This design comes from an exercise in tuning for small area, a short achievable clock period and few clock cycles per item on the open sky130 flow, not from production work. At most, simulation tests tie the RTL to the original design; equivalence was not proved.

== indigo ==
Design sec_sha256, start of the top module:
module sec_sha256 (
    input  wire         clk,
    input  wire         rst,       
    input  wire         start,     
    input  wire         first,     
    input  wire [511:0] block,     
    output wire         ready,
    output wire [255:0] digest     
);
    localparam [255:0] IV = {32'h6a09e667, 32'hbb67ae85, 32'h3c6ef372, 32'ha54ff53a,
                             32'h510e527f, 32'h9b05688c, 32'h1f83d9ab, 32'h5be0cd19};
    localparam [31:0] K0 = 32'h428a2f98;
    reg       busy;
    reg       idle;     
    reg [5:0] cnt;      
    reg       last;     
    reg       fin;      
    reg       nfin;     
    assign ready = ~busy;
    always @(posedge clk) begin
        if (rst) begin
            busy <= 1'b0;
            idle <= 1'b1;
            cnt  <= 6'd0;
            last <= 1'b0;
            fin  <= 1'b0;
            nfin <= 1'b1;
        end else if (busy) begin
            cnt  <= cnt + 6'd1;
            last <= (cnt == 6'd63) & ~last;
            fin  <= ((cnt == 6'd60) | (cnt == 6'd61) | (cnt == 6'd62) | (cnt == 6'd63)) & ~last;
            nfin <= ~(((cnt == 6'd60) | (cnt == 6'd61) | (cnt == 6'd62) | (cnt == 6'd63)) & ~last);
            if (last) begin
                busy <= 1'b0;
                idle <= 1'b1;
            end
        end else begin
            cnt  <= 6'd0;
            last <= 1'b0;
            fin  <= 1'b0;
            nfin <= 1'b1;
            if (start) begin
                busy <= 1'b1;
                idle <= 1'b0;
            end
        end
    end
    wire [63:0] oh = 64'd1 << cnt;
    wire [31:0] kn;
  ...
==> flow/config.mk <==
export PLATFORM = sky130hd
export DESIGN_NAME = sec_sha256
export DESIGN_NICKNAME = sec_sha256
export VERILOG_FILES = /design/flow/design.v
export SDC_FILE = /design/flow/constraint.sdc
export NUM_CORES = 4
export LEC_CHECK = 0
export CAP_MARGIN = 20
export CORE_MARGIN = 2
export CORE_UTILIZATION = 33
export CTS_BUF_LIST = sky130_fd_sc_hd__clkbuf_16
export CTS_CLUSTER_DIAMETER = 150
export CTS_CLUSTER_SIZE = 20
export SLEW_MARGIN = 20
==> flow/constraint.sdc <==
create_clock -name core_clock -period 11.0 [get_ports {clk}]
set_input_delay 2.2000 -clock core_clock [delete_from_list [all_inputs] [get_ports {clk}]]
set_output_delay 2.2000 -clock core_clock [all_outputs]
set_load 0.01 [all_outputs]
standard.sh (not shown) runs the stock make flow with config.mk's settings and CLKGATE_MAP_FILE= SYNTH_SCRIPT=/design/flow/synth_recipe.tcl, a recipe that flattens the netlist after the stock synthesis.
==> flow/flow/run.sh <==
#!/bin/bash
# Standard ORFS layout (the standard.sh) with two changes to how it is made:
#  * port buffers use the small sky130_fd_sc_hd__buf_1 instead of the default pick;
#  * timing repair aims for extra setup slack beyond the clock period.
set -euo pipefail
export BUFFER_PORTS_ARGS="-buffer_cell sky130_fd_sc_hd__buf_1"
export SETUP_SLACK_MARGIN=6
bash standard.sh > standard_sh.log 2>&1
Testbench counts of indigo, summed over its fixed seeds: cycles 25,806, blocks 391.
> inputs changed (indigo -> cedar)
==> flow/config.mk <==
export PLATFORM = sky130hd
export DESIGN_NAME = sec_sha256
export DESIGN_NICKNAME = sec_sha256
export VERILOG_FILES = /design/flow/design.v
export SDC_FILE = /design/flow/constraint.sdc
export NUM_CORES = 4
export LEC_CHECK = 0
export CAP_MARGIN = 20
export CORE_MARGIN = 2
export CORE_UTILIZATION = 40
export CTS_BUF_LIST = sky130_fd_sc_hd__clkbuf_16
export CTS_CLUSTER_DIAMETER = 150
export CTS_CLUSTER_SIZE = 24
export SLEW_MARGIN = 20
[summary]
- Of the two values seen for endpoint of the most critical setup path, a[31] was produced by cedar and a[29] by indigo.
- cedar vs. indigo: maximum fanout along the worst path went down by 2.
- Between cedar and indigo, the diode insertion count for antenna repair is higher for indigo.
- Side by side, utilization turned out higher in cedar than in indigo.
- Sort cedar and indigo by starting density of the core asc -> top: indigo
- cedar vs indigo: post-route cell area down slightly
- Per the comparison of cedar with indigo, area growth from synthesis to layout has decreased, worst setup slack has increased.
- cedar reached the final stage; the timing, DRC and antenna checks on its layout passed.
What garnet does differently from cedar at the input level:
==> flow/config.mk <==
export PLATFORM = sky130hd
export DESIGN_NAME = sec_sha256
export DESIGN_NICKNAME = sec_sha256
export VERILOG_FILES = /design/flow/design.v
export SDC_FILE = /design/flow/constraint.sdc
export NUM_CORES = 4
export LEC_CHECK = 0
export CAP_MARGIN = 20
export CORE_MARGIN = 2
export CORE_UTILIZATION = 55
export CTS_BUF_LIST = sky130_fd_sc_hd__clkbuf_16
export CTS_CLUSTER_DIAMETER = 150
export CTS_CLUSTER_SIZE = 20
export SLEW_MARGIN = 20
Notes after the runs:
- Max worst setup slack after layout across garnet and cedar: cedar
- [garnet vs cedar] share of final layout cell area taken by clock buffers and inverters: higher in garnet
- garnet finished every stage and its layout cleared the timing, DRC and antenna checks.
- garnet contains more vias than cedar.
- Run comparison: garnet launch point of the worst path cnt[2]; cedar launch point of the worst path e[26]
- Summary of garnet over cedar: final area saw a decrease; weighted congestion reported at the end of routability-driven placement saw an increase.
[inputs] zinc vs garnet
-- flow/config.mk --
<<< garnet, line 8
export CAP_MARGIN = 20
export CORE_MARGIN = 2
export CORE_UTILIZATION = 55
export CTS_BUF_LIST = sky130_fd_sc_hd__clkbuf_16
export CTS_CLUSTER_DIAMETER = 150
>>> zinc, line 8
export CAP_MARGIN = 20
export CORE_MARGIN = 2
export CORE_UTILIZATION = 40
export CTS_BUF_LIST = sky130_fd_sc_hd__clkbuf_16
export CTS_CLUSTER_DIAMETER = 150
[summary]
Going from garnet to zinc, biggest cell delay along the critical path lower, number of non-clock buffers in the layout rose 2.8%, well-tap cell count now larger.
zinc went all the way through the flow, and no timing, DRC or antenna check failed.
Pre-CTS worst setup slack in zinc vs garnet: down 200 ps

The RTL this note starts from:
==> flow/design.v <==
module sec_sha256 (
    input  wire         clk,
    input  wire         rst,       
    input  wire         start,     
    input  wire         first,     
    input  wire [511:0] block,     
    output wire         ready,
    output wire [255:0] digest     
);
    localparam [255:0] IV = {32'h6a09e667, 32'hbb67ae85, 32'h3c6ef372, 32'ha54ff53a,
                             32'h510e527f, 32'h9b05688c, 32'h1f83d9ab, 32'h5be0cd19};
    function [31:0] k_next(input [5:0] t);
        case (t)
            6'd0:  k_next = 32'h71374491; 6'd1:  k_next = 32'hb5c0fbcf;
            6'd2:  k_next = 32'he9b5dba5; 6'd3:  k_next = 32'h3956c25b;
            6'd4:  k_next = 32'h59f111f1; 6'd5:  k_next = 32'h923f82a4;
            6'd6:  k_next = 32'hab1c5ed5; 6'd7:  k_next = 32'hd807aa98;
            6'd8:  k_next = 32'h12835b01; 6'd9:  k_next = 32'h243185be;
            6'd10: k_next = 32'h550c7dc3; 6'd11: k_next = 32'h72be5d74;
            6'd12: k_next = 32'h80deb1fe; 6'd13: k_next = 32'h9bdc06a7;
            6'd14: k_next = 32'hc19bf174; 6'd15: k_next = 32'he49b69c1;
            6'd16: k_next = 32'hefbe4786; 6'd17: k_next = 32'h0fc19dc6;
            6'd18: k_next = 32'h240ca1cc; 6'd19: k_next = 32'h2de92c6f;
            6'd20: k_next = 32'h4a7484aa; 6'd21: k_next = 32'h5cb0a9dc;
            6'd22: k_next = 32'h76f988da; 6'd23: k_next = 32'h983e5152;
            6'd24: k_next = 32'ha831c66d; 6'd25: k_next = 32'hb00327c8;
            6'd26: k_next = 32'hbf597fc7; 6'd27: k_next = 32'hc6e00bf3;
            6'd28: k_next = 32'hd5a79147; 6'd29: k_next = 32'h06ca6351;
            6'd30: k_next = 32'h14292967; 6'd31: k_next = 32'h27b70a85;
            6'd32: k_next = 32'h2e1b2138; 6'd33: k_next = 32'h4d2c6dfc;
            6'd34: k_next = 32'h53380d13; 6'd35: k_next = 32'h650a7354;
            6'd36: k_next = 32'h766a0abb; 6'd37: k_next = 32'h81c2c92e;
            6'd38: k_next = 32'h92722c85; 6'd39: k_next = 32'ha2bfe8a1;
            6'd40: k_next = 32'ha81a664b; 6'd41: k_next = 32'hc24b8b70;
            6'd42: k_next = 32'hc76c51a3; 6'd43: k_next = 32'hd192e819;
            6'd44: k_next = 32'hd6990624; 6'd45: k_next = 32'hf40e3585;
            6'd46: k_next = 32'h106aa070; 6'd47: k_next = 32'h19a4c116;
            6'd48: k_next = 32'h1e376c08; 6'd49: k_next = 32'h2748774c;
            6'd50: k_next = 32'h34b0bcb5; 6'd51: k_next = 32'h391c0cb3;
            6'd52: k_next = 32'h4ed8aa4a; 6'd53: k_next = 32'h5b9cca4f;
            6'd54: k_next = 32'h682e6ff3; 6'd55: k_next = 32'h748f82ee;
            6'd56: k_next = 32'h78a5636f; 6'd57: k_next = 32'h84c87814;
            6'd58: k_next = 32'h8cc70208; 6'd59: k_next = 32'h90befffa;
            6'd60: k_next = 32'ha4506ceb; 6'd61: k_next = 32'hbef9a3f7;
            6'd62: k_next = 32'hc67178f2; default: k_next = 32'h00000000;
        endcase
    endfunction
    localparam [31:0] K0 = 32'h428a2f98;
    reg       busy;
    reg [5:0] cnt;      
    reg       round0;   
    reg       last;     
    reg       fin;      
    assign ready = ~busy;
    always @(posedge clk) begin
        if (rst) begin
            busy   <= 1'b0;
            cnt    <= 6'd0;
            round0 <= 1'b0;
            last   <= 1'b0;
            fin    <= 1'b0;
        end else if (busy) begin
            cnt    <= cnt + 6'd1;
            round0 <= 1'b0;
            last   <= (cnt == 6'd62);
            fin    <= (cnt == 6'd60) | (cnt == 6'd61) | (cnt == 6'd62);
            if (last) busy <= 1'b0;
        end else begin
            cnt    <= 6'd0;
            round0 <= start;
            last   <= 1'b0;
            fin    <= 1'b0;
            if (start) busy <= 1'b1;
        end
    end
    reg [31:0] H0, H1, H2, H3, H4, H5, H6, H7;
    reg [31:0] a, b, c, d, e, f, g, h;
    reg [31:0] W [0:15];    
    reg [31:0] p;           
    function [31:0] add32(input [31:0] u, input [31:0] v);
        reg [31:0] g, p, G, P, G2, P2;
        integer i, l, dd;
        begin
            g = u & v; p = u ^ v; G = g; P = p;
            for (l = 0; l < 5; l = l + 1) begin
                dd = 1 << l; G2 = G; P2 = P;
                for (i = 0; i < 32; i = i + 1)
                    if ((i / dd) % 2 == 1) begin
                        G2[i] = G[i] | (P[i] & G[(i/dd)*dd - 1]);
                        P2[i] = P[i] & P[(i/dd)*dd - 1];
                    end
                G = G2; P = P2;
            end
            add32 = p ^ {G[30:0], 1'b0};
        end
    endfunction
    function [63:0] csa(input [31:0] x, input [31:0] y, input [31:0] z);
        csa = {((x & y) | (x & z) | (y & z)) << 1, x ^ y ^ z};
    endfunction
    wire [31:0] s1_e = {e[5:0], e[31:6]} ^ {e[10:0], e[31:11]} ^ {e[24:0], e[31:25]};
    wire [31:0] ch   = (e & f) ^ (~e & g);
    wire [31:0] s0_a = {a[1:0], a[31:2]} ^ {a[12:0], a[31:13]} ^ {a[21:0], a[31:22]};
    wire [31:0] maj  = (a & b) | (a & c) | (b & c);
    wire [31:0] xa = round0 ? h : (last ? H0 : 32'd0);
    wire [31:0] xe = round0 ? h : (last ? H4 : 32'd0);
    wire [63:0] ca1 = csa(s1_e, ch, p);
    wire [63:0] ca2 = csa(s0_a, maj, xa);
    wire [63:0] ca3 = csa(ca1[31:0], ca1[63:32], ca2[31:0]);
    wire [63:0] ca4 = csa(ca3[31:0], ca3[63:32], ca2[63:32]);
    wire [31:0] a_new = add32(ca4[31:0], ca4[63:32]);
    wire [63:0] ce1 = csa(d, p, xe);
    wire [63:0] ce2 = csa(ce1[31:0], ce1[63:32], s1_e);
    wire [63:0] ce3 = csa(ce2[31:0], ce2[63:32], ch);
    wire [31:0] e_new = add32(ce3[31:0], ce3[63:32]);
    wire [31:0] w1   = W[1];
    wire [31:0] w14  = W[14];
    wire [31:0] ss0  = {w1[6:0], w1[31:7]} ^ {w1[17:0], w1[31:18]} ^ {3'b000, w1[31:3]};
    wire [31:0] ss1  = {w14[16:0], w14[31:17]} ^ {w14[18:0], w14[31:19]} ^ {10'b0, w14[31:10]};
    wire [63:0] cw1   = csa(ss1, ss0, W[9]);
    wire [63:0] cw2   = csa(cw1[31:0], cw1[63:32], W[0]);
    wire [31:0] w_new = add32(cw2[31:0], cw2[63:32]);
    wire [63:0] cp1    = csa(g, k_next(cnt), W[1]);
    wire [31:0] p_run  = add32(cp1[31:0], cp1[63:32]);
    wire [31:0] p_init = K0 + block[511:480];
    wire [31:0] fa_a  = add32(H3, a);
    wire [31:0] fa_e  = add32(H7, e);
    integer i;
    always @(posedge clk) begin
        for (i = 0; i < 15; i = i + 1)
            W[i] <= busy ? W[i+1] : block[511 - 32*i -: 32];
        W[15] <= busy ? w_new : block[31:0];
        p <= busy ? p_run : p_init;
        if (busy) begin
            a <= a_new; b <= a; c <= b; d <= c;
            e <= e_new; f <= e; g <= f; h <= g;
        end else if (first) begin
            {a, b, c, d, e, f, g, h} <= IV;
        end else begin
            {a, b, c, d, e, f, g, h} <= {H0, H1, H2, H3, H4, H5, H6, H7};
        end
        if (!busy) begin
            if (start && first)
                {H0, H1, H2, H3, H4, H5, H6, H7} <= IV;
        end else begin
            if (fin) begin
                H1 <= fa_a; H2 <= H1; H3 <= H2;
                H5 <= fa_e; H6 <= H5; H7 <= H6;
            end
            if (last) begin
                H0 <= a_new;
                H4 <= e_new;
            end
        end
    end
    assign digest = {H0, H1, H2, H3, H4, H5, H6, H7};
endmodule
==> flow/config.mk <==
export PLATFORM = sky130hd
export DESIGN_NAME = sec_sha256
export DESIGN_NICKNAME = sec_sha256
export VERILOG_FILES = /design/flow/design.v
export SDC_FILE = /design/flow/constraint.sdc
export NUM_CORES = 4
export LEC_CHECK = 0
export CAP_MARGIN = 20
export CORE_MARGIN = 2
export CORE_UTILIZATION = 40
export SLEW_MARGIN = 20
==> flow/constraint.sdc <==
create_clock -name core_clock -period 11.0 [get_ports {clk}]
set_input_delay 2.2000 -clock core_clock [delete_from_list [all_inputs] [get_ports {clk}]]
set_output_delay 2.2000 -clock core_clock [all_outputs]
set_load 0.01 [all_outputs]
Scripts as last shown in full above: flow/flow/run.sh
Then changed:
==> flow/run.sh (new file) <==
#!/bin/bash
# synth_recipe.tcl (not shown) runs the flow's synth.tcl, then flattens the netlist and writes it again
# the make line also repeats each setting of config.mk as NAME=value (left out here)
make -C /OpenROAD-flow-scripts/flow DESIGN_CONFIG=/design/flow/config.mk WORK_HOME=/design/flow/orfs CLKGATE_MAP_FILE= SYNTH_SCRIPT=/design/flow/synth_recipe.tcl finish
removed: flow/flow/run.sh
removed: flow/standard.sh
Result:
- The changed run passed the timing, DRC and antenna checks
- global-route usage rises by 0.60 points
- clock-buffer cell count is lower by 14
- via count decreases slightly
- final area went up by a few percent
- hold slack gets better by 0.029 ns
- core utilization rises by 2.5 points
- worst setup slack got worse by 0.83 ns
- die area stays the same
- sequential share of layout area fell by 2.0 points
No functional check of the RTL was part of any run of this note.

-- port drivers added, routing unchanged --
Ports are ideal in the flow. The routed layouts listed here were re-timed in OpenROAD. Step 1: set_driving_cell puts a clkbuf_16 on clk and a buf_2 on each other input, an assumption about the parent block. Step 2 times the ports against the registers' clock, not the clock port: input delays grow and output delays shrink by t, the midpoint of the rising clock arrivals with the driver on. a / b / c = ideal / step 1 / step 2; a / b = the first two.
run | t (ns) | slack for setup (ns) | cell pins on the clock port's net
indigo | 0.793 | 5.953 / 5.953 / 5.648 | 1
cedar | 0.766 | 6.000 / 6.000 / 5.959 | 1
garnet | 0.776 | 5.906 / 5.906 / 5.906 | 1
zinc | 0.774 | 6.058 / 6.058 / 5.960 | 1
the first run of note 2 | 0.836 | 5.756 / 5.756 / 5.526 | 1
the second run of note 2 | 0.835 | 4.927 / 4.927 / 4.846 | 1
After both steps setup and hold are still met in every run listed. For indigo, which loses most, drivers alone change the setup slack by 0.000 ns; drivers and shift together by -0.305 ns.
